Background: an optimization exercise with open tools, aiming at small area and a short achievable clock period. Do not read the settings as production practice.
Function was not checked in any run shown here: the RTL went through the layout flow alone.
Power figures rest on the tool's default switching activity, not on a simulated workload.

==> flow/design.v (outline; a module is shown in full before it is edited, if it fits) <==
// module le_fpu_rshift: 16 lines
// module le_fpu_lzc: 31 lines
// module le_fpu_mul: 1231 lines
// module le_fpu_fa: 4 lines
// module le_fpu_ha: 4 lines
// module le_fpu_bpp: 3 lines
// module le_fpu: 265 lines
module le_fpu (
    input  wire        clk,
    input  wire        rst,         
    input  wire        in_valid,
    input  wire [31:0] in_insn,
    input  wire [31:0] in_a,        
    input  wire [31:0] in_b,        
    output reg         out_valid,
    output reg         out_fault,   
    output reg         out_wen,     
    output reg  [4:0]  out_rd,
    output reg  [31:0] out_data
);
  // ...
==> flow/flow/run.sh <==
#!/bin/bash
set -euo pipefail
export SETUP_SLACK_MARGIN=${SETUP_SLACK_MARGIN:-5}
export BUFFER_PORTS_ARGS="-buffer_cell sky130_fd_sc_hd__buf_2"
bash standard.sh > run.log 2>&1
==> flow/standard.sh <==
#!/bin/bash
# synth_recipe.tcl (not shown) runs the flow's synth.tcl, then flattens the netlist and writes it again
# the make line also repeats each setting of config.mk as NAME=value (left out here)
make -C /OpenROAD-flow-scripts/flow DESIGN_CONFIG=/design/flow/config.mk WORK_HOME=/design/flow/orfs CLKGATE_MAP_FILE= SYNTH_SCRIPT=/design/flow/synth_recipe.tcl "${@:-finish}"
==> flow/config.mk <==
export PLATFORM = sky130hd
export DESIGN_NAME = le_fpu
export DESIGN_NICKNAME = le_fpu
export VERILOG_FILES = /design/flow/design.v
export SDC_FILE = /design/flow/constraint.sdc
export NUM_CORES = 4
export LEC_CHECK = 0
export CAP_MARGIN = 20
export CORE_MARGIN = 2
export CORE_UTILIZATION = 45
export SLEW_MARGIN = 20
export SYNTH_HIERARCHICAL = 1
export SYNTH_MINIMUM_KEEP_SIZE = 0
==> flow/constraint.sdc <==
create_clock -name core_clock -period 16.0 [get_ports {clk}]
set_input_delay 3.2000 -clock core_clock [delete_from_list [all_inputs] [get_ports {clk}]]
set_output_delay 3.2000 -clock core_clock [all_outputs]
set_load 0.01 [all_outputs]
==> summary.txt, run 1 <==
Final layout
  – Plain + repair buffers: 257
  – Signal buf overhead: 0.04261
  – Fill count: 7821
  – Nets@finish: 4888
  – Biggest regs: r_val (32), r_mc (26), r_exp (10)
  – Largest Register: r_val
  – Commonest non-fill, non-tap cell in the layout: xnor2_1

Place
  – Dpl ws: 4.096 ns

STA
  – Setup-failing EPs final: 0
  – Hold_ws: 2.911 ns

Yosys
  – Asr flop ratio synth: 0
  – Synth Area in Compound Gates: 0.2776

Route
  – Post-DRT Antenna Nets: 0
  – Vias per inst: 6.532
  – Met1 wire length: 59.29 mm
  – DRC: 0
  – DR top layer: met5

Outcome
  – Status: finished clean

Critical path
  – Critical path type: reg -> out
  – CP delay by family, top: simple AND/OR/NAND/NOR gates

Hold path
  – Hold wc startpoint: in_insn[25]
  – Worst Hold Endpoint: r_rd[4]

Clock tree
  – Total CTS buffers: 9

Job
  – MaxCap Viol Count: 0

Power
  – Sw Pwr: 3011 uW

Global route
  – M1 GR Usage: 0.4580
==> module le_fpu, before the edit <==
module le_fpu (
    input  wire        clk,
    input  wire        rst,         
    input  wire        in_valid,
    input  wire [31:0] in_insn,
    input  wire [31:0] in_a,        
    input  wire [31:0] in_b,        
    output reg         out_valid,
    output reg         out_fault,   
    output reg         out_wen,     
    output reg  [4:0]  out_rd,
    output reg  [31:0] out_data
);
    wire [5:0] op   = in_insn[31:26];
    wire [4:0] f_rb = in_insn[15:11];
    wire [4:0] f_rc = in_insn[10:6];
    wire [5:0] func = in_insn[5:0];
    reg legal;
    always @(*) begin
        legal = 1'b0;
        if (op == 6'h04) begin
            case (func)
                6'h00, 6'h01, 6'h02, 6'h07, 6'h08:
                    legal = (f_rc == 5'd0);
                6'h09, 6'h0A, 6'h0B, 6'h0C, 6'h0D, 6'h0E:
                    legal = (f_rb == 5'd0) && (f_rc == 5'd0);
                default:
                    legal = 1'b0;
            endcase
        end
    end
    wire f_add  = (func[5:1] == 5'b00000);              
    wire f_sub  = func[0];
    wire f_mul  = (func == 6'h02);
    wire f_mm   = (func == 6'h07) || (func == 6'h08);
    wire f_min  = (func == 6'h07);
    wire f_abs  = (func == 6'h09);
    wire f_neg  = (func == 6'h0A);
    wire f_cif  = (func == 6'h0B) || (func == 6'h0D);   
    wire f_qif  = func[2];                               
    wire f_cfi  = (func == 6'h0C) || (func == 6'h0E);   
    wire f_qfi  = func[1];                               
    wire f_pass = f_mm | f_abs | f_neg;
    wire        sa = in_a[31];
    wire [7:0]  ea = in_a[30:23];
    wire [22:0] fa = in_a[22:0];
    wire        a_zero = (ea == 8'd0);
    wire        a_emax = (ea == 8'hFF);
    wire        a_fnz  = (fa != 23'd0);
    wire        a_inf  = a_emax & ~a_fnz;
    wire        a_nan  = a_emax & a_fnz;
    wire        sb = in_b[31];
    wire [7:0]  eb = in_b[30:23];
    wire [22:0] fb = in_b[22:0];
    wire        b_zero = (eb == 8'd0);
    wire        b_emax = (eb == 8'hFF);
    wire        b_fnz  = (fb != 23'd0);
    wire        b_inf  = b_emax & ~b_fnz;
    wire        b_nan  = b_emax & b_fnz;
    wire a_ge = (in_a[30:0] >= in_b[30:0]);
    wire a_eq = (in_a[30:0] == in_b[30:0]);
    wire        sb_eff  = sb ^ f_sub;
    wire        eff_sub = sa ^ sb_eff;
    wire [8:0]  d_ab    = {1'b0, ea} - {1'b0, eb};
    wire [8:0]  d_ba    = {1'b0, eb} - {1'b0, ea};
    wire [8:0]  t_cvt   = (f_qfi ? 9'd126 : 9'd157) - {1'b0, ea};
    wire        cvt_sat = t_cvt[8];                      
    wire [7:0]  sh_a    = f_add ? d_ba[7:0] : (f_cif ? 8'd0 : t_cvt[7:0]);
    wire [31:0] xa_in   = f_cif ? in_a : {1'b0, ~a_zero, fa & {23{~a_zero}}, 7'd0};
    wire [31:0] xb_in   = {1'b0, ~b_zero, fb & {23{~b_zero}}, 7'd0};
    wire [32:0] wa, wb;
    wire        stka, stkb;
    le_fpu_rshift u_rshift_a (
        .x  (xa_in),
        .sh (sh_a[4:0]),
        .big(sh_a[7:5] != 3'd0),
        .w  (wa),
        .stk(stka)
    );
    le_fpu_rshift u_rshift_b (
        .x  (xb_in),
        .sh (d_ab[4:0]),
        .big(d_ab[7:5] != 3'd0),
        .w  (wb),
        .stk(stkb)
    );
    wire        sel_a = ~f_add | ~a_ge;
    wire [32:0] w     = sel_a ? wa : wb;
    wire        stk   = sel_a ? stka : stkb;
    wire [31:0] x_add  = f_add ? {1'b0, 1'b1, (a_ge ? fa : fb), 7'd0} : 32'd0;
    wire [31:0] y_add  = {w[32:2], w[1] | (f_add & (w[0] | stk))};
    wire        inv    = f_add ? eff_sub : sa;
    wire        cin    = inv;
    wire        cfi_up  = w[0] & (stk | w[1]);
    wire [31:0] cfi_val = w[32:1] ^ {32{sa}};
    wire        cfi_inc = sa ^ cfi_up;
    wire [32:0] add_t  = {x_add, 1'b1} + {y_add ^ {32{inv}}, cin};
    wire [31:0] sum    = add_t[32:1];
    wire [4:0]  sum_lz;
    le_fpu_lzc u_lzc (
        .x (sum),
        .lz(sum_lz)
    );
    wire [47:0] mul_s, mul_c;
    le_fpu_mul u_mul (
        .a({1'b1, fa}),
        .b({1'b1, fb}),
        .s(mul_s),
        .c(mul_c)
    );
    wire [22:0] mul_lo = {1'b0, mul_s[21:0]} + {1'b0, mul_c[21:0]};
    wire        mul_cy = mul_lo[22];
    wire [21:0] mul_t  = mul_s[21:0] ^ mul_c[21:0];
    wire [21:0] mul_o  = {mul_s[20:0] | mul_c[20:0], 1'b0};
    wire        mul_st = (mul_t != mul_o);
    wire mag_a_ge = b_zero | (~a_zero & a_ge);
    wire mag_a_le = a_zero | (~b_zero & (~a_ge | a_eq));
    wire a_le_b = (sa & ~sb) | (~sa & ~sb & mag_a_le) | (sa & sb & mag_a_ge);
    wire a_ge_b = (~sa & sb) | (~sa & ~sb & mag_a_ge) | (sa & sb & mag_a_le);
    wire pick_a = ~f_mm | b_nan | (~a_nan & (f_min ? a_le_b : a_ge_b));
    wire        p_sign = pick_a ? (f_abs ? 1'b0 : (sa ^ f_neg)) : sb;
    wire [30:0] p_mag  = pick_a ? (a_zero ? 31'd0 : in_a[30:0])
                                : (b_zero ? 31'd0 : in_b[30:0]);
    reg        c_rnd, c_sign, c_nan, c_inf, c_zero, c_sat, c_cfi, c_inc, c_mul;
    reg [9:0]  c_exp;
    reg [31:0] c_val;
    always @(*) begin
        c_rnd  = 1'b0;
        c_nan  = 1'b0;
        c_inf  = 1'b0;
        c_zero = 1'b0;
        c_sat  = 1'b0;
        c_cfi  = 1'b0;
        c_inc  = cfi_inc;
        c_mul  = f_mul;
        c_sign = sa;
        c_exp  = 10'd0;
        c_val  = sum;
        if (f_add) begin
            c_sign = a_ge ? sa : sb_eff;
            c_exp  = {2'd0, (a_ge ? ea : eb)} + 10'd1;
            if (a_nan | b_nan | (a_inf & b_inf & eff_sub))
                c_nan = 1'b1;
            else if (a_inf | b_inf) begin
                c_inf  = 1'b1;
                c_sign = a_inf ? sa : sb_eff;
            end else if (a_zero & b_zero) begin
                c_zero = 1'b1;
                c_sign = sa & sb_eff;
            end else
                c_rnd = 1'b1;
        end else if (f_mul) begin
            c_sign = sa ^ sb;
            c_exp  = {2'd0, ea} + {2'd0, eb} - 10'd126;
            c_val  = {mul_s[47:22], mul_cy, mul_st, 4'd0};
            if (a_nan | b_nan | (a_inf & b_zero) | (b_inf & a_zero))
                c_nan = 1'b1;
            else if (a_inf | b_inf)
                c_inf = 1'b1;
            else if (a_zero | b_zero)
                c_zero = 1'b1;
            else
                c_rnd = 1'b1;
        end else if (f_pass) begin
            c_val = {p_sign, p_mag};
            c_nan = f_mm ? (a_nan & b_nan) : a_nan;
        end else if (f_cif) begin
            c_exp = f_qif ? 10'd127 : 10'd158;
            c_rnd = 1'b1;
        end else begin
            c_cfi = 1'b1;
            c_val = cfi_val;
            if (a_nan) begin
                c_zero = 1'b1;
                c_sign = 1'b0;
            end else if (a_inf | cvt_sat)
                c_sat = 1'b1;
        end
    end
    reg        r_rnd, r_sign, r_nan, r_inf, r_zero, r_sat, r_cfi, r_inc, r_mul;
    reg [9:0]  r_exp;
    reg [31:0] r_val;
    reg [25:0] r_mc;                     
    reg [4:0]  r_lz;
    reg        r_valid, r_fault, r_wen;
    reg [4:0]  r_rd;
    always @(posedge clk) begin
        if (rst)
            r_valid <= 1'b0;
        else
            r_valid <= in_valid;
    end
    always @(posedge clk) begin
        r_fault <= ~legal;
        r_wen   <= legal;
        r_rd    <= in_insn[25:21];
        r_rnd   <= c_rnd;
        r_sign  <= c_sign;
        r_nan   <= c_nan;
        r_inf   <= c_inf;
        r_zero  <= c_zero;
        r_sat   <= c_sat;
        r_cfi   <= c_cfi;
        r_inc   <= c_inc;
        r_mul   <= c_mul;
        r_exp   <= c_exp;
        r_val   <= c_val;
        r_mc    <= mul_c[47:22];
        r_lz    <= sum_lz;
    end
    wire [31:0] nz   = r_val << r_lz;
    wire [4:0]  lz_n = r_lz;
    wire [25:0] mp   = r_val[31:6] + r_mc + {25'd0, r_val[5]};
    wire [31:0] nm   = mp[25] ? {mp, r_val[4], 5'd0} : {mp[24:0], r_val[4], 6'd0};
    wire [31:0] nn   = r_mul ? nm : nz;
    wire        g_n  = nn[7];
    wire        s_n  = (nn[6:0] != 7'd0);
    wire        up   = g_n & (s_n | nn[8]);
    wire [24:0] m_r  = {1'b0, nn[31:8]} + {24'd0, up};
    wire        cy   = m_r[24];                  
    wire [7:0]  ef0 = r_exp[7:0] - {3'd0, lz_n};
    wire [7:0]  ef1 = r_exp[7:0] - {3'd0, lz_n} + 8'd1;
    wire [7:0]  em0 = r_exp[7:0] - 8'd1;
    wire [7:0]  em1 = r_exp[7:0];
    wire [7:0]  em2 = r_exp[7:0] + 8'd1;
    wire [7:0]  e_out = r_mul ? (mp[25] ? (cy ? em2 : em1) : (cy ? em1 : em0))
                              : (cy ? ef1 : ef0);
    wire        ex_ge255 = ($signed(r_exp) >= 10'sd255);
    wire        ex_ge256 = ($signed(r_exp) >= 10'sd256);
    wire        ex_eq254 = (r_exp == 10'd254);
    wire        ex_eq255 = (r_exp == 10'd255);
    wire        top1 = r_mul ? mp[25] : r_val[31];
    wire        top2 = r_mul | r_val[30];
    wire        ovf = top1 ? (ex_ge255 | (cy & ex_eq254))
                    : (top2 & (ex_ge256 | (cy & ex_eq255)));
    wire        ex_neg = r_exp[9];
    wire        ex_big = ~r_exp[9] & (r_exp[8:5] != 4'd0);
    wire        ex_le0 = ex_neg | (r_exp == 10'd0);
    wire        ex_le1 = ex_le0 | (r_exp == 10'd1);
    wire        unf_f  = ex_neg | (~ex_big & (cy ? (r_exp[4:0] < lz_n) : (r_exp[4:0] <= lz_n)));
    wire        unf_m  = mp[25] ? (cy ? ex_neg : ex_le0) : (cy ? ex_le0 : ex_le1);
    wire        unf    = r_mul ? unf_m : unf_f;
    wire        val_zero = (r_val == 32'd0);
    wire [31:0] cfi_r = r_val + {31'd0, r_inc};
    always @(*) begin
        out_valid = r_valid;
        out_fault = r_fault;
        out_wen   = r_wen;
        out_rd    = r_rd;
        if (r_nan)
            out_data = 32'h7FC0_0000;
        else if (r_inf | (r_rnd & ovf))
            out_data = {r_sign, 8'hFF, 23'd0};
        else if (r_rnd & val_zero)
            out_data = 32'd0;
        else if (r_zero | (r_rnd & unf))
            out_data = {r_sign, 31'd0};
        else if (r_cfi)
            out_data = (r_sat | (~r_sign & cfi_r[31])) ? {r_sign, {31{~r_sign}}} : cfi_r;
        else if (r_rnd)
            out_data = {r_sign, e_out, m_r[22:0]};
        else
            out_data = r_val;
    end
endmodule
==> run 2, diff against run 1 <==
--- a/flow/design.v
+++ b/flow/design.v
@@ -47,2 +47,424 @@
 endmodule
+module le_fpu_add32 (
+    input  wire [31:0] x,
+    input  wire [31:0] y,
+    input  wire        cin,
+    output wire [31:0] s,
+    output wire        cout
+);
+    wire [31:0] p0 = x ^ y;
+    wire [31:0] g0 = x & y;
+    wire gc0 = g0[0] | (p0[0] & cin);
+    wire g1_1;
+    le_fpu_gc u_g1_1 (.gh(g0[1]), .ph(p0[1]), .gl(gc0), .g(g1_1));
+    wire g1_3, p1_3;
+    le_fpu_pc u_g1_3 (.gh(g0[3]), .ph(p0[3]), .gl(g0[2]), .pl(p0[2]), .g(g1_3), .p(p1_3));
+    wire g1_5, p1_5;
+    le_fpu_pc u_g1_5 (.gh(g0[5]), .ph(p0[5]), .gl(g0[4]), .pl(p0[4]), .g(g1_5), .p(p1_5));
+    wire g1_7, p1_7;
+    le_fpu_pc u_g1_7 (.gh(g0[7]), .ph(p0[7]), .gl(g0[6]), .pl(p0[6]), .g(g1_7), .p(p1_7));
+    wire g1_9, p1_9;
+    le_fpu_pc u_g1_9 (.gh(g0[9]), .ph(p0[9]), .gl(g0[8]), .pl(p0[8]), .g(g1_9), .p(p1_9));
+    wire g1_11, p1_11;
+    le_fpu_pc u_g1_11 (.gh(g0[11]), .ph(p0[11]), .gl(g0[10]), .pl(p0[10]), .g(g1_11), .p(p1_11));
+    wire g1_13, p1_13;
+    le_fpu_pc u_g1_13 (.gh(g0[13]), .ph(p0[13]), .gl(g0[12]), .pl(p0[12]), .g(g1_13), .p(p1_13));
+    wire g1_15, p1_15;
+    le_fpu_pc u_g1_15 (.gh(g0[15]), .ph(p0[15]), .gl(g0[14]), .pl(p0[14]), .g(g1_15), .p(p1_15));
+    wire g1_17, p1_17;
+    le_fpu_pc u_g1_17 (.gh(g0[17]), .ph(p0[17]), .gl(g0[16]), .pl(p0[16]), .g(g1_17), .p(p1_17));
+    wire g1_19, p1_19;
+    le_fpu_pc u_g1_19 (.gh(g0[19]), .ph(p0[19]), .gl(g0[18]), .pl(p0[18]), .g(g1_19), .p(p1_19));
+    wire g1_21, p1_21;
+    le_fpu_pc u_g1_21 (.gh(g0[21]), .ph(p0[21]), .gl(g0[20]), .pl(p0[20]), .g(g1_21), .p(p1_21));
+    wire g1_23, p1_23;
+    le_fpu_pc u_g1_23 (.gh(g0[23]), .ph(p0[23]), .gl(g0[22]), .pl(p0[22]), .g(g1_23), .p(p1_23));
+    wire g1_25, p1_25;
+    le_fpu_pc u_g1_25 (.gh(g0[25]), .ph(p0[25]), .gl(g0[24]), .pl(p0[24]), .g(g1_25), .p(p1_25));
+    wire g1_27, p1_27;
+    le_fpu_pc u_g1_27 (.gh(g0[27]), .ph(p0[27]), .gl(g0[26]), .pl(p0[26]), .g(g1_27), .p(p1_27));
+    wire g1_29, p1_29;
+    le_fpu_pc u_g1_29 (.gh(g0[29]), .ph(p0[29]), .gl(g0[28]), .pl(p0[28]), .g(g1_29), .p(p1_29));
+    wire g1_31, p1_31;
+    le_fpu_pc u_g1_31 (.gh(g0[31]), .ph(p0[31]), .gl(g0[30]), .pl(p0[30]), .g(g1_31), .p(p1_31));
+    wire g2_2;
+    le_fpu_gc u_g2_2 (.gh(g0[2]), .ph(p0[2]), .gl(g1_1), .g(g2_2));
+    wire g2_3;
+    le_fpu_gc u_g2_3 (.gh(g1_3), .ph(p1_3), .gl(g1_1), .g(g2_3));
+    wire g2_6, p2_6;
+    le_fpu_pc u_g2_6 (.gh(g0[6]), .ph(p0[6]), .gl(g1_5), .pl(p1_5), .g(g2_6), .p(p2_6));
+    wire g2_7, p2_7;
+    le_fpu_pc u_g2_7 (.gh(g1_7), .ph(p1_7), .gl(g1_5), .pl(p1_5), .g(g2_7), .p(p2_7));
+    wire g2_10, p2_10;
+    le_fpu_pc u_g2_10 (.gh(g0[10]), .ph(p0[10]), .gl(g1_9), .pl(p1_9), .g(g2_10), .p(p2_10));
+    wire g2_11, p2_11;
+    le_fpu_pc u_g2_11 (.gh(g1_11), .ph(p1_11), .gl(g1_9), .pl(p1_9), .g(g2_11), .p(p2_11));
+    wire g2_14, p2_14;
+    le_fpu_pc u_g2_14 (.gh(g0[14]), .ph(p0[14]), .gl(g1_13), .pl(p1_13), .g(g2_14), .p(p2_14));
+    wire g2_15, p2_15;
+    le_fpu_pc u_g2_15 (.gh(g1_15), .ph(p1_15), .gl(g1_13), .pl(p1_13), .g(g2_15), .p(p2_15));
+    wire g2_18, p2_18;
+    le_fpu_pc u_g2_18 (.gh(g0[18]), .ph(p0[18]), .gl(g1_17), .pl(p1_17), .g(g2_18), .p(p2_18));
+    wire g2_19, p2_19;
+    le_fpu_pc u_g2_19 (.gh(g1_19), .ph(p1_19), .gl(g1_17), .pl(p1_17), .g(g2_19), .p(p2_19));
+    wire g2_22, p2_22;
+    le_fpu_pc u_g2_22 (.gh(g0[22]), .ph(p0[22]), .gl(g1_21), .pl(p1_21), .g(g2_22), .p(p2_22));
+    wire g2_23, p2_23;
+    le_fpu_pc u_g2_23 (.gh(g1_23), .ph(p1_23), .gl(g1_21), .pl(p1_21), .g(g2_23), .p(p2_23));
+    wire g2_26, p2_26;
+    le_fpu_pc u_g2_26 (.gh(g0[26]), .ph(p0[26]), .gl(g1_25), .pl(p1_25), .g(g2_26), .p(p2_26));
+    wire g2_27, p2_27;
+    le_fpu_pc u_g2_27 (.gh(g1_27), .ph(p1_27), .gl(g1_25), .pl(p1_25), .g(g2_27), .p(p2_27));
+    wire g2_30, p2_30;
+    le_fpu_pc u_g2_30 (.gh(g0[30]), .ph(p0[30]), .gl(g1_29), .pl(p1_29), .g(g2_30), .p(p2_30));
+    wire g2_31, p2_31;
+    le_fpu_pc u_g2_31 (.gh(g1_31), .ph(p1_31), .gl(g1_29), .pl(p1_29), .g(g2_31), .p(p2_31));
+    wire g3_4;
+    le_fpu_gc u_g3_4 (.gh(g0[4]), .ph(p0[4]), .gl(g2_3), .g(g3_4));
+    wire g3_5;
+    le_fpu_gc u_g3_5 (.gh(g1_5), .ph(p1_5), .gl(g2_3), .g(g3_5));
+    wire g3_6;
+    le_fpu_gc u_g3_6 (.gh(g2_6), .ph(p2_6), .gl(g2_3), .g(g3_6));
+    wire g3_7;
+    le_fpu_gc u_g3_7 (.gh(g2_7), .ph(p2_7), .gl(g2_3), .g(g3_7));
+    wire g3_12, p3_12;
+    le_fpu_pc u_g3_12 (.gh(g0[12]), .ph(p0[12]), .gl(g2_11), .pl(p2_11), .g(g3_12), .p(p3_12));
+    wire g3_13, p3_13;
+    le_fpu_pc u_g3_13 (.gh(g1_13), .ph(p1_13), .gl(g2_11), .pl(p2_11), .g(g3_13), .p(p3_13));
+    wire g3_14, p3_14;
+    le_fpu_pc u_g3_14 (.gh(g2_14), .ph(p2_14), .gl(g2_11), .pl(p2_11), .g(g3_14), .p(p3_14));
+    wire g3_15, p3_15;
+    le_fpu_pc u_g3_15 (.gh(g2_15), .ph(p2_15), .gl(g2_11), .pl(p2_11), .g(g3_15), .p(p3_15));
+    wire g3_20, p3_20;
+    le_fpu_pc u_g3_20 (.gh(g0[20]), .ph(p0[20]), .gl(g2_19), .pl(p2_19), .g(g3_20), .p(p3_20));
+    wire g3_21, p3_21;
+    le_fpu_pc u_g3_21 (.gh(g1_21), .ph(p1_21), .gl(g2_19), .pl(p2_19), .g(g3_21), .p(p3_21));
+    wire g3_22, p3_22;
+    le_fpu_pc u_g3_22 (.gh(g2_22), .ph(p2_22), .gl(g2_19), .pl(p2_19), .g(g3_22), .p(p3_22));
+    wire g3_23, p3_23;
+    le_fpu_pc u_g3_23 (.gh(g2_23), .ph(p2_23), .gl(g2_19), .pl(p2_19), .g(g3_23), .p(p3_23));
+    wire g3_28, p3_28;
+    le_fpu_pc u_g3_28 (.gh(g0[28]), .ph(p0[28]), .gl(g2_27), .pl(p2_27), .g(g3_28), .p(p3_28));
+    wire g3_29, p3_29;
+    le_fpu_pc u_g3_29 (.gh(g1_29), .ph(p1_29), .gl(g2_27), .pl(p2_27), .g(g3_29), .p(p3_29));
+    wire g3_30, p3_30;
+    le_fpu_pc u_g3_30 (.gh(g2_30), .ph(p2_30), .gl(g2_27), .pl(p2_27), .g(g3_30), .p(p3_30));
+    wire g3_31, p3_31;
+    le_fpu_pc u_g3_31 (.gh(g2_31), .ph(p2_31), .gl(g2_27), .pl(p2_27), .g(g3_31), .p(p3_31));
+    wire g4_8;
+    le_fpu_gc u_g4_8 (.gh(g0[8]), .ph(p0[8]), .gl(g3_7), .g(g4_8));
+    wire g4_9;
+    le_fpu_gc u_g4_9 (.gh(g1_9), .ph(p1_9), .gl(g3_7), .g(g4_9));
+    wire g4_10;
+    le_fpu_gc u_g4_10 (.gh(g2_10), .ph(p2_10), .gl(g3_7), .g(g4_10));
+    wire g4_11;
+    le_fpu_gc u_g4_11 (.gh(g2_11), .ph(p2_11), .gl(g3_7), .g(g4_11));
+    wire g4_12;
+    le_fpu_gc u_g4_12 (.gh(g3_12), .ph(p3_12), .gl(g3_7), .g(g4_12));
+    wire g4_13;
+    le_fpu_gc u_g4_13 (.gh(g3_13), .ph(p3_13), .gl(g3_7), .g(g4_13));
+    wire g4_14;
+    le_fpu_gc u_g4_14 (.gh(g3_14), .ph(p3_14), .gl(g3_7), .g(g4_14));
+    wire g4_15;
+    le_fpu_gc u_g4_15 (.gh(g3_15), .ph(p3_15), .gl(g3_7), .g(g4_15));
+    wire g4_24, p4_24;
+    le_fpu_pc u_g4_24 (.gh(g0[24]), .ph(p0[24]), .gl(g3_23), .pl(p3_23), .g(g4_24), .p(p4_24));
+    wire g4_25, p4_25;
+    le_fpu_pc u_g4_25 (.gh(g1_25), .ph(p1_25), .gl(g3_23), .pl(p3_23), .g(g4_25), .p(p4_25));
+    wire g4_26, p4_26;
+    le_fpu_pc u_g4_26 (.gh(g2_26), .ph(p2_26), .gl(g3_23), .pl(p3_23), .g(g4_26), .p(p4_26));
+    wire g4_27, p4_27;
+    le_fpu_pc u_g4_27 (.gh(g2_27), .ph(p2_27), .gl(g3_23), .pl(p3_23), .g(g4_27), .p(p4_27));
+    wire g4_28, p4_28;
+    le_fpu_pc u_g4_28 (.gh(g3_28), .ph(p3_28), .gl(g3_23), .pl(p3_23), .g(g4_28), .p(p4_28));
+    wire g4_29, p4_29;
+    le_fpu_pc u_g4_29 (.gh(g3_29), .ph(p3_29), .gl(g3_23), .pl(p3_23), .g(g4_29), .p(p4_29));
+    wire g4_30, p4_30;
+    le_fpu_pc u_g4_30 (.gh(g3_30), .ph(p3_30), .gl(g3_23), .pl(p3_23), .g(g4_30), .p(p4_30));
+    wire g4_31, p4_31;
+    le_fpu_pc u_g4_31 (.gh(g3_31), .ph(p3_31), .gl(g3_23), .pl(p3_23), .g(g4_31), .p(p4_31));
+    wire g5_16;
+    le_fpu_gc u_g5_16 (.gh(g0[16]), .ph(p0[16]), .gl(g4_15), .g(g5_16));
+    wire g5_17;
+    le_fpu_gc u_g5_17 (.gh(g1_17), .ph(p1_17), .gl(g4_15), .g(g5_17));
+    wire g5_18;
+    le_fpu_gc u_g5_18 (.gh(g2_18), .ph(p2_18), .gl(g4_15), .g(g5_18));
+    wire g5_19;
+    le_fpu_gc u_g5_19 (.gh(g2_19), .ph(p2_19), .gl(g4_15), .g(g5_19));
+    wire g5_20;
+    le_fpu_gc u_g5_20 (.gh(g3_20), .ph(p3_20), .gl(g4_15), .g(g5_20));
+    wire g5_21;
+    le_fpu_gc u_g5_21 (.gh(g3_21), .ph(p3_21), .gl(g4_15), .g(g5_21));
+    wire g5_22;
+    le_fpu_gc u_g5_22 (.gh(g3_22), .ph(p3_22), .gl(g4_15), .g(g5_22));
+    wire g5_23;
+    le_fpu_gc u_g5_23 (.gh(g3_23), .ph(p3_23), .gl(g4_15), .g(g5_23));
+    wire g5_24;
+    le_fpu_gc u_g5_24 (.gh(g4_24), .ph(p4_24), .gl(g4_15), .g(g5_24));
+    wire g5_25;
+    le_fpu_gc u_g5_25 (.gh(g4_25), .ph(p4_25), .gl(g4_15), .g(g5_25));
+    wire g5_26;
+    le_fpu_gc u_g5_26 (.gh(g4_26), .ph(p4_26), .gl(g4_15), .g(g5_26));
+    wire g5_27;
+    le_fpu_gc u_g5_27 (.gh(g4_27), .ph(p4_27), .gl(g4_15), .g(g5_27));
+    wire g5_28;
+    le_fpu_gc u_g5_28 (.gh(g4_28), .ph(p4_28), .gl(g4_15), .g(g5_28));
+    wire g5_29;
+    le_fpu_gc u_g5_29 (.gh(g4_29), .ph(p4_29), .gl(g4_15), .g(g5_29));
+    wire g5_30;
+    le_fpu_gc u_g5_30 (.gh(g4_30), .ph(p4_30), .gl(g4_15), .g(g5_30));
+    wire g5_31;
+    le_fpu_gc u_g5_31 (.gh(g4_31), .ph(p4_31), .gl(g4_15), .g(g5_31));
+    assign s = p0 ^ {g5_30, g5_29, g5_28, g5_27, g5_26, g5_25, g5_24, g5_23, g5_22, g5_21, g5_20, g5_19, g5_18, g5_17, g5_16, g4_15, g4_14, g4_13, g4_12, g4_11, g4_10, g4_9, g4_8, g3_7, g3_6, g3_5, g3_4, g2_3, g2_2, g1_1, gc0, cin};
+    assign cout = g5_31;
+endmodule
+module le_fpu_add26 (
+    input  wire [25:0] x,
+    input  wire [25:0] y,
+    input  wire        cin,
+    output wire [25:0] s,
+    output wire        cout
+);
+    wire [25:0] p0 = x ^ y;
+    wire [25:0] g0 = x & y;
+    wire gc0 = g0[0] | (p0[0] & cin);
+    wire g1_1;
+    le_fpu_gc u_g1_1 (.gh(g0[1]), .ph(p0[1]), .gl(gc0), .g(g1_1));
+    wire g1_3, p1_3;
+    le_fpu_pc u_g1_3 (.gh(g0[3]), .ph(p0[3]), .gl(g0[2]), .pl(p0[2]), .g(g1_3), .p(p1_3));
+    wire g1_5, p1_5;
+    le_fpu_pc u_g1_5 (.gh(g0[5]), .ph(p0[5]), .gl(g0[4]), .pl(p0[4]), .g(g1_5), .p(p1_5));
+    wire g1_7, p1_7;
+    le_fpu_pc u_g1_7 (.gh(g0[7]), .ph(p0[7]), .gl(g0[6]), .pl(p0[6]), .g(g1_7), .p(p1_7));
+    wire g1_9, p1_9;
+    le_fpu_pc u_g1_9 (.gh(g0[9]), .ph(p0[9]), .gl(g0[8]), .pl(p0[8]), .g(g1_9), .p(p1_9));
+    wire g1_11, p1_11;
+    le_fpu_pc u_g1_11 (.gh(g0[11]), .ph(p0[11]), .gl(g0[10]), .pl(p0[10]), .g(g1_11), .p(p1_11));
+    wire g1_13, p1_13;
+    le_fpu_pc u_g1_13 (.gh(g0[13]), .ph(p0[13]), .gl(g0[12]), .pl(p0[12]), .g(g1_13), .p(p1_13));
+    wire g1_15, p1_15;
+    le_fpu_pc u_g1_15 (.gh(g0[15]), .ph(p0[15]), .gl(g0[14]), .pl(p0[14]), .g(g1_15), .p(p1_15));
+    wire g1_17, p1_17;
+    le_fpu_pc u_g1_17 (.gh(g0[17]), .ph(p0[17]), .gl(g0[16]), .pl(p0[16]), .g(g1_17), .p(p1_17));
+    wire g1_19, p1_19;
+    le_fpu_pc u_g1_19 (.gh(g0[19]), .ph(p0[19]), .gl(g0[18]), .pl(p0[18]), .g(g1_19), .p(p1_19));
+    wire g1_21, p1_21;
+    le_fpu_pc u_g1_21 (.gh(g0[21]), .ph(p0[21]), .gl(g0[20]), .pl(p0[20]), .g(g1_21), .p(p1_21));
+    wire g1_23, p1_23;
+    le_fpu_pc u_g1_23 (.gh(g0[23]), .ph(p0[23]), .gl(g0[22]), .pl(p0[22]), .g(g1_23), .p(p1_23));
+    wire g1_25, p1_25;
+    le_fpu_pc u_g1_25 (.gh(g0[25]), .ph(p0[25]), .gl(g0[24]), .pl(p0[24]), .g(g1_25), .p(p1_25));
+    wire g2_2;
+    le_fpu_gc u_g2_2 (.gh(g0[2]), .ph(p0[2]), .gl(g1_1), .g(g2_2));
+    wire g2_3;
+    le_fpu_gc u_g2_3 (.gh(g1_3), .ph(p1_3), .gl(g1_1), .g(g2_3));
+    wire g2_6, p2_6;
+    le_fpu_pc u_g2_6 (.gh(g0[6]), .ph(p0[6]), .gl(g1_5), .pl(p1_5), .g(g2_6), .p(p2_6));
+    wire g2_7, p2_7;
+    le_fpu_pc u_g2_7 (.gh(g1_7), .ph(p1_7), .gl(g1_5), .pl(p1_5), .g(g2_7), .p(p2_7));
+    wire g2_10, p2_10;
+    le_fpu_pc u_g2_10 (.gh(g0[10]), .ph(p0[10]), .gl(g1_9), .pl(p1_9), .g(g2_10), .p(p2_10));
+    wire g2_11, p2_11;
+    le_fpu_pc u_g2_11 (.gh(g1_11), .ph(p1_11), .gl(g1_9), .pl(p1_9), .g(g2_11), .p(p2_11));
+    wire g2_14, p2_14;
+    le_fpu_pc u_g2_14 (.gh(g0[14]), .ph(p0[14]), .gl(g1_13), .pl(p1_13), .g(g2_14), .p(p2_14));
+    wire g2_15, p2_15;
+    le_fpu_pc u_g2_15 (.gh(g1_15), .ph(p1_15), .gl(g1_13), .pl(p1_13), .g(g2_15), .p(p2_15));
+    wire g2_18, p2_18;
+    le_fpu_pc u_g2_18 (.gh(g0[18]), .ph(p0[18]), .gl(g1_17), .pl(p1_17), .g(g2_18), .p(p2_18));
+    wire g2_19, p2_19;
+    le_fpu_pc u_g2_19 (.gh(g1_19), .ph(p1_19), .gl(g1_17), .pl(p1_17), .g(g2_19), .p(p2_19));
+    wire g2_22, p2_22;
+    le_fpu_pc u_g2_22 (.gh(g0[22]), .ph(p0[22]), .gl(g1_21), .pl(p1_21), .g(g2_22), .p(p2_22));
+    wire g2_23, p2_23;
+    le_fpu_pc u_g2_23 (.gh(g1_23), .ph(p1_23), .gl(g1_21), .pl(p1_21), .g(g2_23), .p(p2_23));
+    wire g3_4;
+    le_fpu_gc u_g3_4 (.gh(g0[4]), .ph(p0[4]), .gl(g2_3), .g(g3_4));
+    wire g3_5;
+    le_fpu_gc u_g3_5 (.gh(g1_5), .ph(p1_5), .gl(g2_3), .g(g3_5));
+    wire g3_6;
+    le_fpu_gc u_g3_6 (.gh(g2_6), .ph(p2_6), .gl(g2_3), .g(g3_6));
+    wire g3_7;
+    le_fpu_gc u_g3_7 (.gh(g2_7), .ph(p2_7), .gl(g2_3), .g(g3_7));
+    wire g3_12, p3_12;
+    le_fpu_pc u_g3_12 (.gh(g0[12]), .ph(p0[12]), .gl(g2_11), .pl(p2_11), .g(g3_12), .p(p3_12));
+    wire g3_13, p3_13;
+    le_fpu_pc u_g3_13 (.gh(g1_13), .ph(p1_13), .gl(g2_11), .pl(p2_11), .g(g3_13), .p(p3_13));
+    wire g3_14, p3_14;
+    le_fpu_pc u_g3_14 (.gh(g2_14), .ph(p2_14), .gl(g2_11), .pl(p2_11), .g(g3_14), .p(p3_14));
+    wire g3_15, p3_15;
+    le_fpu_pc u_g3_15 (.gh(g2_15), .ph(p2_15), .gl(g2_11), .pl(p2_11), .g(g3_15), .p(p3_15));
+    wire g3_20, p3_20;
+    le_fpu_pc u_g3_20 (.gh(g0[20]), .ph(p0[20]), .gl(g2_19), .pl(p2_19), .g(g3_20), .p(p3_20));
+    wire g3_21, p3_21;
+    le_fpu_pc u_g3_21 (.gh(g1_21), .ph(p1_21), .gl(g2_19), .pl(p2_19), .g(g3_21), .p(p3_21));
+    wire g3_22, p3_22;
+    le_fpu_pc u_g3_22 (.gh(g2_22), .ph(p2_22), .gl(g2_19), .pl(p2_19), .g(g3_22), .p(p3_22));
+    wire g3_23, p3_23;
+    le_fpu_pc u_g3_23 (.gh(g2_23), .ph(p2_23), .gl(g2_19), .pl(p2_19), .g(g3_23), .p(p3_23));
+    wire g4_8;
+    le_fpu_gc u_g4_8 (.gh(g0[8]), .ph(p0[8]), .gl(g3_7), .g(g4_8));
+    wire g4_9;
+    le_fpu_gc u_g4_9 (.gh(g1_9), .ph(p1_9), .gl(g3_7), .g(g4_9));
+    wire g4_10;
+    le_fpu_gc u_g4_10 (.gh(g2_10), .ph(p2_10), .gl(g3_7), .g(g4_10));
+    wire g4_11;
+    le_fpu_gc u_g4_11 (.gh(g2_11), .ph(p2_11), .gl(g3_7), .g(g4_11));
+    wire g4_12;
+    le_fpu_gc u_g4_12 (.gh(g3_12), .ph(p3_12), .gl(g3_7), .g(g4_12));
+    wire g4_13;
+    le_fpu_gc u_g4_13 (.gh(g3_13), .ph(p3_13), .gl(g3_7), .g(g4_13));
+    wire g4_14;
+    le_fpu_gc u_g4_14 (.gh(g3_14), .ph(p3_14), .gl(g3_7), .g(g4_14));
+    wire g4_15;
+    le_fpu_gc u_g4_15 (.gh(g3_15), .ph(p3_15), .gl(g3_7), .g(g4_15));
+    wire g4_24, p4_24;
+    le_fpu_pc u_g4_24 (.gh(g0[24]), .ph(p0[24]), .gl(g3_23), .pl(p3_23), .g(g4_24), .p(p4_24));
+    wire g4_25, p4_25;
+    le_fpu_pc u_g4_25 (.gh(g1_25), .ph(p1_25), .gl(g3_23), .pl(p3_23), .g(g4_25), .p(p4_25));
+    wire g5_16;
+    le_fpu_gc u_g5_16 (.gh(g0[16]), .ph(p0[16]), .gl(g4_15), .g(g5_16));
+    wire g5_17;
+    le_fpu_gc u_g5_17 (.gh(g1_17), .ph(p1_17), .gl(g4_15), .g(g5_17));
+    wire g5_18;
+    le_fpu_gc u_g5_18 (.gh(g2_18), .ph(p2_18), .gl(g4_15), .g(g5_18));
+    wire g5_19;
+    le_fpu_gc u_g5_19 (.gh(g2_19), .ph(p2_19), .gl(g4_15), .g(g5_19));
+    wire g5_20;
+    le_fpu_gc u_g5_20 (.gh(g3_20), .ph(p3_20), .gl(g4_15), .g(g5_20));
+    wire g5_21;
+    le_fpu_gc u_g5_21 (.gh(g3_21), .ph(p3_21), .gl(g4_15), .g(g5_21));
+    wire g5_22;
+    le_fpu_gc u_g5_22 (.gh(g3_22), .ph(p3_22), .gl(g4_15), .g(g5_22));
+    wire g5_23;
+    le_fpu_gc u_g5_23 (.gh(g3_23), .ph(p3_23), .gl(g4_15), .g(g5_23));
+    wire g5_24;
+    le_fpu_gc u_g5_24 (.gh(g4_24), .ph(p4_24), .gl(g4_15), .g(g5_24));
+    wire g5_25;
+    le_fpu_gc u_g5_25 (.gh(g4_25), .ph(p4_25), .gl(g4_15), .g(g5_25));
+    assign s = p0 ^ {g5_24, g5_23, g5_22, g5_21, g5_20, g5_19, g5_18, g5_17, g5_16, g4_15, g4_14, g4_13, g4_12, g4_11, g4_10, g4_9, g4_8, g3_7, g3_6, g3_5, g3_4, g2_3, g2_2, g1_1, gc0, cin};
+    assign cout = g5_25;
+endmodule
+module le_fpu_add22 (
+    input  wire [21:0] x,
+    input  wire [21:0] y,
+    input  wire        cin,
+    output wire [21:0] s,
+    output wire        cout
+);
+    wire [21:0] p0 = x ^ y;
+    wire [21:0] g0 = x & y;
+    wire gc0 = g0[0] | (p0[0] & cin);
+    wire g1_1;
+    le_fpu_gc u_g1_1 (.gh(g0[1]), .ph(p0[1]), .gl(gc0), .g(g1_1));
+    wire g1_3, p1_3;
+    le_fpu_pc u_g1_3 (.gh(g0[3]), .ph(p0[3]), .gl(g0[2]), .pl(p0[2]), .g(g1_3), .p(p1_3));
+    wire g1_5, p1_5;
+    le_fpu_pc u_g1_5 (.gh(g0[5]), .ph(p0[5]), .gl(g0[4]), .pl(p0[4]), .g(g1_5), .p(p1_5));
+    wire g1_7, p1_7;
+    le_fpu_pc u_g1_7 (.gh(g0[7]), .ph(p0[7]), .gl(g0[6]), .pl(p0[6]), .g(g1_7), .p(p1_7));
+    wire g1_9, p1_9;
+    le_fpu_pc u_g1_9 (.gh(g0[9]), .ph(p0[9]), .gl(g0[8]), .pl(p0[8]), .g(g1_9), .p(p1_9));
+    wire g1_11, p1_11;
+    le_fpu_pc u_g1_11 (.gh(g0[11]), .ph(p0[11]), .gl(g0[10]), .pl(p0[10]), .g(g1_11), .p(p1_11));
+    wire g1_13, p1_13;
+    le_fpu_pc u_g1_13 (.gh(g0[13]), .ph(p0[13]), .gl(g0[12]), .pl(p0[12]), .g(g1_13), .p(p1_13));
+    wire g1_15, p1_15;
+    le_fpu_pc u_g1_15 (.gh(g0[15]), .ph(p0[15]), .gl(g0[14]), .pl(p0[14]), .g(g1_15), .p(p1_15));
+    wire g1_17, p1_17;
+    le_fpu_pc u_g1_17 (.gh(g0[17]), .ph(p0[17]), .gl(g0[16]), .pl(p0[16]), .g(g1_17), .p(p1_17));
+    wire g1_19, p1_19;
+    le_fpu_pc u_g1_19 (.gh(g0[19]), .ph(p0[19]), .gl(g0[18]), .pl(p0[18]), .g(g1_19), .p(p1_19));
+    wire g1_21, p1_21;
+    le_fpu_pc u_g1_21 (.gh(g0[21]), .ph(p0[21]), .gl(g0[20]), .pl(p0[20]), .g(g1_21), .p(p1_21));
+    wire g2_2;
+    le_fpu_gc u_g2_2 (.gh(g0[2]), .ph(p0[2]), .gl(g1_1), .g(g2_2));
+    wire g2_3;
+    le_fpu_gc u_g2_3 (.gh(g1_3), .ph(p1_3), .gl(g1_1), .g(g2_3));
+    wire g2_6, p2_6;
+    le_fpu_pc u_g2_6 (.gh(g0[6]), .ph(p0[6]), .gl(g1_5), .pl(p1_5), .g(g2_6), .p(p2_6));
+    wire g2_7, p2_7;
+    le_fpu_pc u_g2_7 (.gh(g1_7), .ph(p1_7), .gl(g1_5), .pl(p1_5), .g(g2_7), .p(p2_7));
+    wire g2_10, p2_10;
+    le_fpu_pc u_g2_10 (.gh(g0[10]), .ph(p0[10]), .gl(g1_9), .pl(p1_9), .g(g2_10), .p(p2_10));
+    wire g2_11, p2_11;
+    le_fpu_pc u_g2_11 (.gh(g1_11), .ph(p1_11), .gl(g1_9), .pl(p1_9), .g(g2_11), .p(p2_11));
+    wire g2_14, p2_14;
+    le_fpu_pc u_g2_14 (.gh(g0[14]), .ph(p0[14]), .gl(g1_13), .pl(p1_13), .g(g2_14), .p(p2_14));
+    wire g2_15, p2_15;
+    le_fpu_pc u_g2_15 (.gh(g1_15), .ph(p1_15), .gl(g1_13), .pl(p1_13), .g(g2_15), .p(p2_15));
+    wire g2_18, p2_18;
+    le_fpu_pc u_g2_18 (.gh(g0[18]), .ph(p0[18]), .gl(g1_17), .pl(p1_17), .g(g2_18), .p(p2_18));
+    wire g2_19, p2_19;
+    le_fpu_pc u_g2_19 (.gh(g1_19), .ph(p1_19), .gl(g1_17), .pl(p1_17), .g(g2_19), .p(p2_19));
+    wire g3_4;
+    le_fpu_gc u_g3_4 (.gh(g0[4]), .ph(p0[4]), .gl(g2_3), .g(g3_4));
+    wire g3_5;
+    le_fpu_gc u_g3_5 (.gh(g1_5), .ph(p1_5), .gl(g2_3), .g(g3_5));
+    wire g3_6;
+    le_fpu_gc u_g3_6 (.gh(g2_6), .ph(p2_6), .gl(g2_3), .g(g3_6));
+    wire g3_7;
+    le_fpu_gc u_g3_7 (.gh(g2_7), .ph(p2_7), .gl(g2_3), .g(g3_7));
+    wire g3_12, p3_12;
+    le_fpu_pc u_g3_12 (.gh(g0[12]), .ph(p0[12]), .gl(g2_11), .pl(p2_11), .g(g3_12), .p(p3_12));
+    wire g3_13, p3_13;
+    le_fpu_pc u_g3_13 (.gh(g1_13), .ph(p1_13), .gl(g2_11), .pl(p2_11), .g(g3_13), .p(p3_13));
+    wire g3_14, p3_14;
+    le_fpu_pc u_g3_14 (.gh(g2_14), .ph(p2_14), .gl(g2_11), .pl(p2_11), .g(g3_14), .p(p3_14));
+    wire g3_15, p3_15;
+    le_fpu_pc u_g3_15 (.gh(g2_15), .ph(p2_15), .gl(g2_11), .pl(p2_11), .g(g3_15), .p(p3_15));
+    wire g3_20, p3_20;
+    le_fpu_pc u_g3_20 (.gh(g0[20]), .ph(p0[20]), .gl(g2_19), .pl(p2_19), .g(g3_20), .p(p3_20));
+    wire g3_21, p3_21;
+    le_fpu_pc u_g3_21 (.gh(g1_21), .ph(p1_21), .gl(g2_19), .pl(p2_19), .g(g3_21), .p(p3_21));
+    wire g4_8;
+    le_fpu_gc u_g4_8 (.gh(g0[8]), .ph(p0[8]), .gl(g3_7), .g(g4_8));
+    wire g4_9;
+    le_fpu_gc u_g4_9 (.gh(g1_9), .ph(p1_9), .gl(g3_7), .g(g4_9));
+    wire g4_10;
+    le_fpu_gc u_g4_10 (.gh(g2_10), .ph(p2_10), .gl(g3_7), .g(g4_10));
+    wire g4_11;
+    le_fpu_gc u_g4_11 (.gh(g2_11), .ph(p2_11), .gl(g3_7), .g(g4_11));
+    wire g4_12;
+    le_fpu_gc u_g4_12 (.gh(g3_12), .ph(p3_12), .gl(g3_7), .g(g4_12));
+    wire g4_13;
+    le_fpu_gc u_g4_13 (.gh(g3_13), .ph(p3_13), .gl(g3_7), .g(g4_13));
+    wire g4_14;
+    le_fpu_gc u_g4_14 (.gh(g3_14), .ph(p3_14), .gl(g3_7), .g(g4_14));
+    wire g4_15;
+    le_fpu_gc u_g4_15 (.gh(g3_15), .ph(p3_15), .gl(g3_7), .g(g4_15));
+    wire g5_16;
+    le_fpu_gc u_g5_16 (.gh(g0[16]), .ph(p0[16]), .gl(g4_15), .g(g5_16));
+    wire g5_17;
+    le_fpu_gc u_g5_17 (.gh(g1_17), .ph(p1_17), .gl(g4_15), .g(g5_17));
+    wire g5_18;
+    le_fpu_gc u_g5_18 (.gh(g2_18), .ph(p2_18), .gl(g4_15), .g(g5_18));
+    wire g5_19;
+    le_fpu_gc u_g5_19 (.gh(g2_19), .ph(p2_19), .gl(g4_15), .g(g5_19));
+    wire g5_20;
+    le_fpu_gc u_g5_20 (.gh(g3_20), .ph(p3_20), .gl(g4_15), .g(g5_20));
+    wire g5_21;
+    le_fpu_gc u_g5_21 (.gh(g3_21), .ph(p3_21), .gl(g4_15), .g(g5_21));
+    assign s = p0 ^ {g5_20, g5_19, g5_18, g5_17, g5_16, g4_15, g4_14, g4_13, g4_12, g4_11, g4_10, g4_9, g4_8, g3_7, g3_6, g3_5, g3_4, g2_3, g2_2, g1_1, gc0, cin};
+    assign cout = g5_21;
+endmodule
+module le_fpu_pc (
+    input  wire gh,
+    input  wire ph,
+    input  wire gl,
+    input  wire pl,
+    output wire g,
+    output wire p
+);
+    assign g = gh | (ph & gl);
+    assign p = ph & pl;
+endmodule
+module le_fpu_gc (
+    input  wire gh,
+    input  wire ph,
+    input  wire gl,
+    output wire g
+);
+    assign g = gh | (ph & gl);
+endmodule
 module le_fpu_mul (
@@ -1385,4 +1807,11 @@
     wire        cfi_inc = sa ^ cfi_up;
-    wire [32:0] add_t  = {x_add, 1'b1} + {y_add ^ {32{inv}}, cin};
-    wire [31:0] sum    = add_t[32:1];
+    wire [31:0] sum;
+    wire        add_co;
+    le_fpu_add32 u_add (
+        .x   (x_add),
+        .y   (y_add ^ {32{inv}}),
+        .cin (cin),
+        .s   (sum),
+        .cout(add_co)
+    );
     wire [4:0]  sum_lz;
@@ -1399,4 +1828,11 @@
     );
-    wire [22:0] mul_lo = {1'b0, mul_s[21:0]} + {1'b0, mul_c[21:0]};
-    wire        mul_cy = mul_lo[22];
+    wire [21:0] mul_lo;
+    wire        mul_cy;
+    le_fpu_add22 u_mul_lo (
+        .x   (mul_s[21:0]),
+        .y   (mul_c[21:0]),
+        .cin (1'b0),
+        .s   (mul_lo),
+        .cout(mul_cy)
+    );
     wire [21:0] mul_t  = mul_s[21:0] ^ mul_c[21:0];
@@ -1501,3 +1937,11 @@
     wire [4:0]  lz_n = r_lz;
-    wire [25:0] mp   = r_val[31:6] + r_mc + {25'd0, r_val[5]};
+    wire [25:0] mp;
+    wire        mp_co;
+    le_fpu_add26 u_mul_hi (
+        .x   (r_val[31:6]),
+        .y   (r_mc),
+        .cin (r_val[5]),
+        .s   (mp),
+        .cout(mp_co)
+    );
     wire [31:0] nm   = mp[25] ? {mp, r_val[4], 5'd0} : {mp[24:0], r_val[4], 6'd0};
==> summary.txt, run 2 <==
Outcome
  – Status: finished clean

Clock tree
  – Sink Count: 90
  – Total CTS buffers: 9 (unchanged)
  – Reg clk slew, reported paths: 0.07 ns
  – CTS tree: yes
  – H-tree depth: 3
  – Clk root buf: clkbuf_16
  – Clock Path Buffers: 2

Route
  – Vias per inst: 6.451 (-1.2%)
  – Final wirelength: 139.2 mm
  – Via count: 34093
  – DR WL/cell: 26.34 um
  – Post-DRT Antenna Nets: 0 (unchanged)
  – Drt pass-1 iters: 6
  – DRC: 0 (unchanged)
  – Iteration-0 DRC Markers: 3580

Final layout
  – Commonest non-fill, non-tap cell in the layout: xnor2_1
  – Nets@finish: 4786 (-2.1%)
  – Biggest regs: r_val (32), r_mc (26), r_exp (10)
  – Largest Register: r_val
  – Most frequent cells in the layout: xnor2_1 (411), nand2_1 (290), a22oi_2 (276)
  – Area growth, synth to finish: 5.294%
  – Fin cells: 5285
  – Max reg flops: 32
  – Post-route cell area: 0.03832 mm2
  – Layout cell share with drive strength beyond 1: 0.1971

Global route
  – Largest net degree at the start of global routing: 93
  – Global-route wire length before repair: 210.3 mm
  – Initial antenna violation count: 4
  – Gr ovfl total: 0
  – Vias in the first global route: 33113
  – Tot GR Track Use: 0.3302

Floorplan
  – Die W: 288.4 um
  – Starting Density: 0.4533
  – Io pins: 139
  – Die ar.: 0.08317 mm2
  – Die height: 288.4 um
  – Site row count: 104
  – Core area: 0.08029 mm2

Critical path
  – CP Launch Type: input port
  – Critical path type: in -> reg
  – CP required: 16.24 ns
  – WP data arrival: 10.82 ns
  – CP max stage cell: or4_1
  – Slowest Stage Delay on Critical Path: 0.53 ns
  – Max Fanout on Critical Path: 27
  – Critical Path End Type: flip-flop

Place
  – Post-DP Area: 0.03788 mm2
  – DP HPWL: 99.57 mm
  – GPL Wtd Cong: 0.9975
  – Port buffer count: 133
  – Cells after DPL: 5262

Power
  – Tot Pwr: 5578 uW
  – Maximum VDD drop: 0.2008 mV
  – Pleak: 0.01552 uW
  – P per Cell Area: 145.6 mW/mm2

Yosys
  – Mapped Cells: 4207
  – Mapped Area: 0.03639 mm2
  – Syn. warnings: 9
  – Syn avg cell area: 8.651 um2

Job
  – MaxCap Viol Count: 0 (unchanged)

STA
  – Slew headroom: 0.2103
  – Setup TNS: 0 ns
  – Fin crit period: 10.58 ns
  – Part of the cycle the worst path needs: 0.6614
  – RSZ-0062 raised after global routing: no
  – Count of final hold-check violations: 0
  – Worst Tran Pin Value: 1.172 ns
  – Final Slew Violations: 0
  – Fmax: 94.50 MHz
  – Setup-failing EPs final: 0 (unchanged)

Hold path
  – WHS Path Cells: 1
  – Hold wc startpoint: in_insn[25]
  – HP Class: in -> reg
  – Worst Hold Endpoint: r_rd[4]
## run 2: worst max path at each step
stage	start	endpoint	slack [ns]
6_report	in_b[23]	r_lz[0]	5.42
2_1_floorplan	in_a[25]	r_lz[0]	6.14
5_1_grt	in_b[23]	r_lz[0]	5.02
4_1_cts	in_a[25]	r_lz[0]	5.02
3_3_place_gp	in_insn[1]	r_lz[0]	3.96
3_5_place_dp	in_insn[1]	r_lz[0]	3.83
## run 2: metrics by stage
step	hold slack (ns)	util	setup WS, ns
6_report	2.940	0.4773	5.418
5_1_grt	2.933	0.4773	5.020
4_1_cts	2.932	0.4761	5.025
3_5_place_dp	3.305	0.4719	3.827
3_3_place_gp	3.303	0.4719	3.960
2_1_floorplan	3.228	-	6.143
## run 2: routing by layer
metal | vias to the layer above | GRT usage | part of all wire
met5 | - | 0 | 0.00041
met1 | 16729 | 0.4370 | 0.41
met2 | 1833 | 0.5176 | 0.45
met4 | 4 | 0.1718 | 0.058
met3 | 439 | 0.05490 | 0.088
li1 | 15088 | - | -
## run 2: layout make-up
cell class	count	area [um2]
sequential	90	1805
multi-input combinational	3697	32730
clock buffer	10	239.0
clock inverter	6	56.30
timing repair buffer	238	1466
tap	1060	1326
inverter	181	685.7
fill	7890	41970
antenna	3	7.507
## run 2: critical path, delay by kind of cell
family / cells / cell delay, ns
AND/OR/NAND/NOR: 10 / 2.56
buffers and inverters: 3 / 0.51
adder cells (fa/ha/maj): 3 / 1.10
AO/OA/AOI/OAI: 14 / 2.89
XOR/XNOR: 3 / 0.53
## run 2: repair_timing
action                     4_1_cts  5_1_grt
resized for setup               10       20
hold buffers                     0        0
setup buffers                    1        3
pin swaps                        2        3
setup endpoints to repair       19       16
## run 2: power breakdown
part	internal [uW]	leakage (uW)	switching (uW)
registers	305	0.000752	95.5
clock network	113	0.000144	98.6
logic	2150	0.0146	2820
==> run 3, diff against run 2 <==
--- a/flow/design.v
+++ b/flow/design.v
@@ -47,2 +47,39 @@
 endmodule
+module le_fpu_add8 (
+    input  wire [7:0] x,
+    input  wire [7:0] y,
+    input  wire        cin,
+    output wire [7:0] s,
+    output wire        cout
+);
+    wire [7:0] p0 = x ^ y;
+    wire [7:0] g0 = x & y;
+    wire gc0 = g0[0] | (p0[0] & cin);
+    wire g1_1;
+    le_fpu_gc u_g1_1 (.gh(g0[1]), .ph(p0[1]), .gl(gc0), .g(g1_1));
+    wire g1_3, p1_3;
+    le_fpu_pc u_g1_3 (.gh(g0[3]), .ph(p0[3]), .gl(g0[2]), .pl(p0[2]), .g(g1_3), .p(p1_3));
+    wire g1_5, p1_5;
+    le_fpu_pc u_g1_5 (.gh(g0[5]), .ph(p0[5]), .gl(g0[4]), .pl(p0[4]), .g(g1_5), .p(p1_5));
+    wire g1_7, p1_7;
+    le_fpu_pc u_g1_7 (.gh(g0[7]), .ph(p0[7]), .gl(g0[6]), .pl(p0[6]), .g(g1_7), .p(p1_7));
+    wire g2_2;
+    le_fpu_gc u_g2_2 (.gh(g0[2]), .ph(p0[2]), .gl(g1_1), .g(g2_2));
+    wire g2_3;
+    le_fpu_gc u_g2_3 (.gh(g1_3), .ph(p1_3), .gl(g1_1), .g(g2_3));
+    wire g2_6, p2_6;
+    le_fpu_pc u_g2_6 (.gh(g0[6]), .ph(p0[6]), .gl(g1_5), .pl(p1_5), .g(g2_6), .p(p2_6));
+    wire g2_7, p2_7;
+    le_fpu_pc u_g2_7 (.gh(g1_7), .ph(p1_7), .gl(g1_5), .pl(p1_5), .g(g2_7), .p(p2_7));
+    wire g3_4;
+    le_fpu_gc u_g3_4 (.gh(g0[4]), .ph(p0[4]), .gl(g2_3), .g(g3_4));
+    wire g3_5;
+    le_fpu_gc u_g3_5 (.gh(g1_5), .ph(p1_5), .gl(g2_3), .g(g3_5));
+    wire g3_6;
+    le_fpu_gc u_g3_6 (.gh(g2_6), .ph(p2_6), .gl(g2_3), .g(g3_6));
+    wire g3_7;
+    le_fpu_gc u_g3_7 (.gh(g2_7), .ph(p2_7), .gl(g2_3), .g(g3_7));
+    assign s = p0 ^ {g3_6, g3_5, g3_4, g2_3, g2_2, g1_1, gc0, cin};
+    assign cout = g3_7;
+endmodule
 module le_fpu_add32 (
@@ -1774,7 +1811,21 @@
     wire        eff_sub = sa ^ sb_eff;
-    wire [8:0]  d_ab    = {1'b0, ea} - {1'b0, eb};
-    wire [8:0]  d_ba    = {1'b0, eb} - {1'b0, ea};
+    wire [7:0]  d_ab, d_ba;
+    wire        d_ab_co, d_ba_co;
+    le_fpu_add8 u_d_ab (
+        .x   (ea),
+        .y   (~eb),
+        .cin (1'b1),
+        .s   (d_ab),
+        .cout(d_ab_co)
+    );
+    le_fpu_add8 u_d_ba (
+        .x   (eb),
+        .y   (~ea),
+        .cin (1'b1),
+        .s   (d_ba),
+        .cout(d_ba_co)
+    );
     wire [8:0]  t_cvt   = (f_qfi ? 9'd126 : 9'd157) - {1'b0, ea};
     wire        cvt_sat = t_cvt[8];                      
-    wire [7:0]  sh_a    = f_add ? d_ba[7:0] : (f_cif ? 8'd0 : t_cvt[7:0]);
+    wire [7:0]  sh_a    = f_add ? d_ba : (f_cif ? 8'd0 : t_cvt[7:0]);
     wire [31:0] xa_in   = f_cif ? in_a : {1'b0, ~a_zero, fa & {23{~a_zero}}, 7'd0};
==> flow/flow/run.sh (replaced) <==
#!/bin/bash
set -euo pipefail
export SETUP_SLACK_MARGIN=${SETUP_SLACK_MARGIN:-6}
export BUFFER_PORTS_ARGS="-buffer_cell sky130_fd_sc_hd__buf_2"
bash standard.sh > run.log 2>&1
==> summary.txt, run 3 <==
STA
  – Worst Tran Pin Value: 1.089 ns (-0.08341 ns)
  – Slew headroom: 0.2741 (+0.06387)
  – RSZ-0062 raised after global routing: yes
  – Fmax: 99.83 MHz (+5.6%)
  – Fin crit period: 10.02 ns (-0.5653 ns)
  – Count of final hold-check violations: 0 (unchanged)
  – Setup-failing EPs final: 0 (unchanged)
  – Setup TNS: 0 ns (unchanged)
  – Final Slew Violations: 0 (unchanged)
  – Hold_ws: 2.930 ns (-0.01045 ns)
  – Part of the cycle the worst path needs: 0.6260 (-0.03533)

Yosys
  – Mapped Area: 0.03661 mm2 (+0.60%)
  – Mapped Cells: 4172 (-0.83%)
  – Syn avg cell area: 8.776 um2 (+1.4%)
  – Syn. warnings: 9 (unchanged)

Critical path
  – Critical Path End Type: flip-flop
  – Max Fanout on Critical Path: 26 (-3.7%)
  – Slowest Stage Delay on Critical Path: 0.54 ns (about the same)
  – CP required: 16.25 ns (about the same)
  – Buffers & Inverters on Critical Path: 3 (unchanged)
  – WP data arrival: 10.27 ns (-0.55 ns)
  – CP max stage cell: or4_4
  – CP Launch Type: input port
  – CP delay by family, top: simple AND/OR/NAND/NOR gates
  – CP dominant cell by count: a21o_1
  – Critical path type: in -> reg

Final layout
  – Biggest regs: r_val (32), r_mc (26), r_exp (10)
  – Commonest non-fill, non-tap cell in the layout: xnor2_1
  – Area growth, synth to finish: 6.322%
  – Final Util: 0.4833 (+0.005992)
  – Fin cells: 5281 (-0.076%)
  – Nets@finish: 4790 (+0.084%)
  – Most frequent cells in the layout: xnor2_1 (416), a22oi_2 (276), fa_1 (268)
  – Fill count: 7982 (+1.2%)
  – Largest Register: r_val
  – Max reg flops: 32 (unchanged)
  – Layout cell share with drive strength beyond 1: 0.1974 (+0.0003304)

Power
  – Pleak: 0.01553 uW (about the same)
  – Maximum VDD drop: 0.2620 mV (+30%)
  – P per Cell Area: 149.3 mW/mm2 (+2.6%)

Place
  – GPL Wtd Cong: 0.9831 (-1.4%)
  – Port buffer count: 133 (unchanged)
  – DP HPWL: 101.7 mm (+2.1%)
  – Cells after DPL: 5251 (-0.21%)

Global route
  – Tot GR Track Use: 0.3333 (+0.003046)
  – Vias in the first global route: 33392 (+0.84%)
  – Gr ovfl total: 0 (unchanged)
  – Initial antenna violation count: 5 (+1)
  – Global-route wire length before repair: 213.1 mm (+1.3%)
  – Largest net degree at the start of global routing: 65 (-30%)

Clock tree
  – Hold-fix buffers at CTS: 0 (unchanged)
  – Total CTS buffers: 9 (unchanged)
  – Clock Path Buffers: 2 (unchanged)
  – Sink Count: 90 (unchanged)
  – H-tree depth: 3 (unchanged)
  – Reg clk slew, reported paths: 0.07 ns (about the same)
  – CTS tree: yes
  – Clk root buf: clkbuf_16

Outcome
  – Status: finished clean

Route
  – Drt pass-1 iters: 9 (+3)
  – Via count: 34665 (+1.7%)
  – DRC: 0 (unchanged)
  – DR WL/cell: 27.03 um (+2.6%)
  – Vias per inst: 6.564 (+1.8%)
  – Iteration-0 DRC Markers: 3624 (+1.2%)
  – Final wirelength: 142.7 mm (+2.5%)
  – Post-DRT Antenna Nets: 0 (unchanged)

Job
  – MaxCap Viol Count: 0 (unchanged)

Floorplan
  – Starting Density: 0.4545 (+0.001254)
  – Die height: 289.2 um (+0.30%)
  – Io pins: 139 (unchanged)
  – Die ar.: 0.08366 mm2 (+0.59%)
  – Site row count: 104 (unchanged)
  – Die W: 289.2 um (+0.30%)
  – Core area: 0.08055 mm2 (+0.32%)

Hold path
  – HP Class: in -> reg
## run 3: layout make-up
class	count	area [um2]	area share
inverters	169	646.9	0.01662
repair buffers	262	1708	0.04387
clock inverters	7	95.09	0.002443
multi-input cells	3683	33110	0.8506
well taps	1060	1326	0.03407
flip-flops and latches	90	1812	0.04654
clock buffers	9	225.2	0.005786
diodes	1	2.502	0.00006428
## run 3: final timing paths
check | endpoint | slack (ns) | cells after the start | from
min | r_rd[4] | 2.93 | 1 | in_insn[25]
max | r_lz[0] | 5.98 | 30 | in_a[25]
## run 3: power breakdown
group	leakage (uW)	switching (uW)	total (uW)	internal, uW
sequential	0.000752	92.9	398	306
combinational	0.0146	2940	5180	2250
clock	0.000157	104	230	126
## run 3: routing by layer
metal	global-route usage	share of wire	up-vias	wire length, um
li1	-	-	15188	-
met1	0.4398	0.40	17071	57720
met2	0.5301	0.45	2002	64490
met3	0.05504	0.091	404	13020
met4	0.1593	0.053	0	7522
met5	0	0	-	0
## run 3: what timing repair did
item,in CTS,in global routing
buffers inserted,2,10
pin swaps,3,15
endpoints found under the setup margin,55,58
gates resized for setup,27,46
cloned,0,1
## run 3: metrics by stage
stage                     cell area [um2]  total power (uW)  worst slack [ns]
after global placement              38230              5401             4.772
after CTS                           38640              5712             5.784
final                               38930              5812             5.983
after floorplan                     37000              4468             6.351
after detailed placement            38230              5438             4.732
after global routing                38920              6259             5.775

==> static timing again, ports no longer ideal <==
Ports are ideal in the flow. The routed layouts listed here were re-timed in OpenROAD.
Step 1 (the two cells are an assumption about what drives the block):
set clk [get_ports {clk}]
set_driving_cell -lib_cell sky130_fd_sc_hd__clkbuf_16 $clk
set_driving_cell -lib_cell sky130_fd_sc_hd__buf_2 [delete_from_list [all_inputs] $clk]
Step 2 moves the port delays by t, midway between the first and last clock arrival at a register: inputs arrive t later, outputs are due t later. That takes back most of the time a late clock gives input paths.
Three values: ideal, step 1, step 2; two values: the first two.
| run | shift t [ns] | setup slack, ns | hold slack, ns | worst setup path after step 2 | cell pins on the clock port's net |
|---|---|---|---|---|---|
| run 1 | 0.422 | 5.381 / 5.333 / 5.074 | 2.911 / 2.885 / 3.307 | input to register | 1 |
| run 2 | 0.400 | 5.418 / 5.444 / 5.044 | 2.940 / 2.913 / 3.313 | input to register | 1 |
| run 3 | 0.421 | 5.983 / 6.008 / 5.587 | 2.930 / 2.898 / 3.320 | input to register | 1 |
After both steps every run listed still meets setup and hold. The setup slack of run 3, which loses most, moves by +0.025 ns with the drivers and by -0.396 ns with both steps.
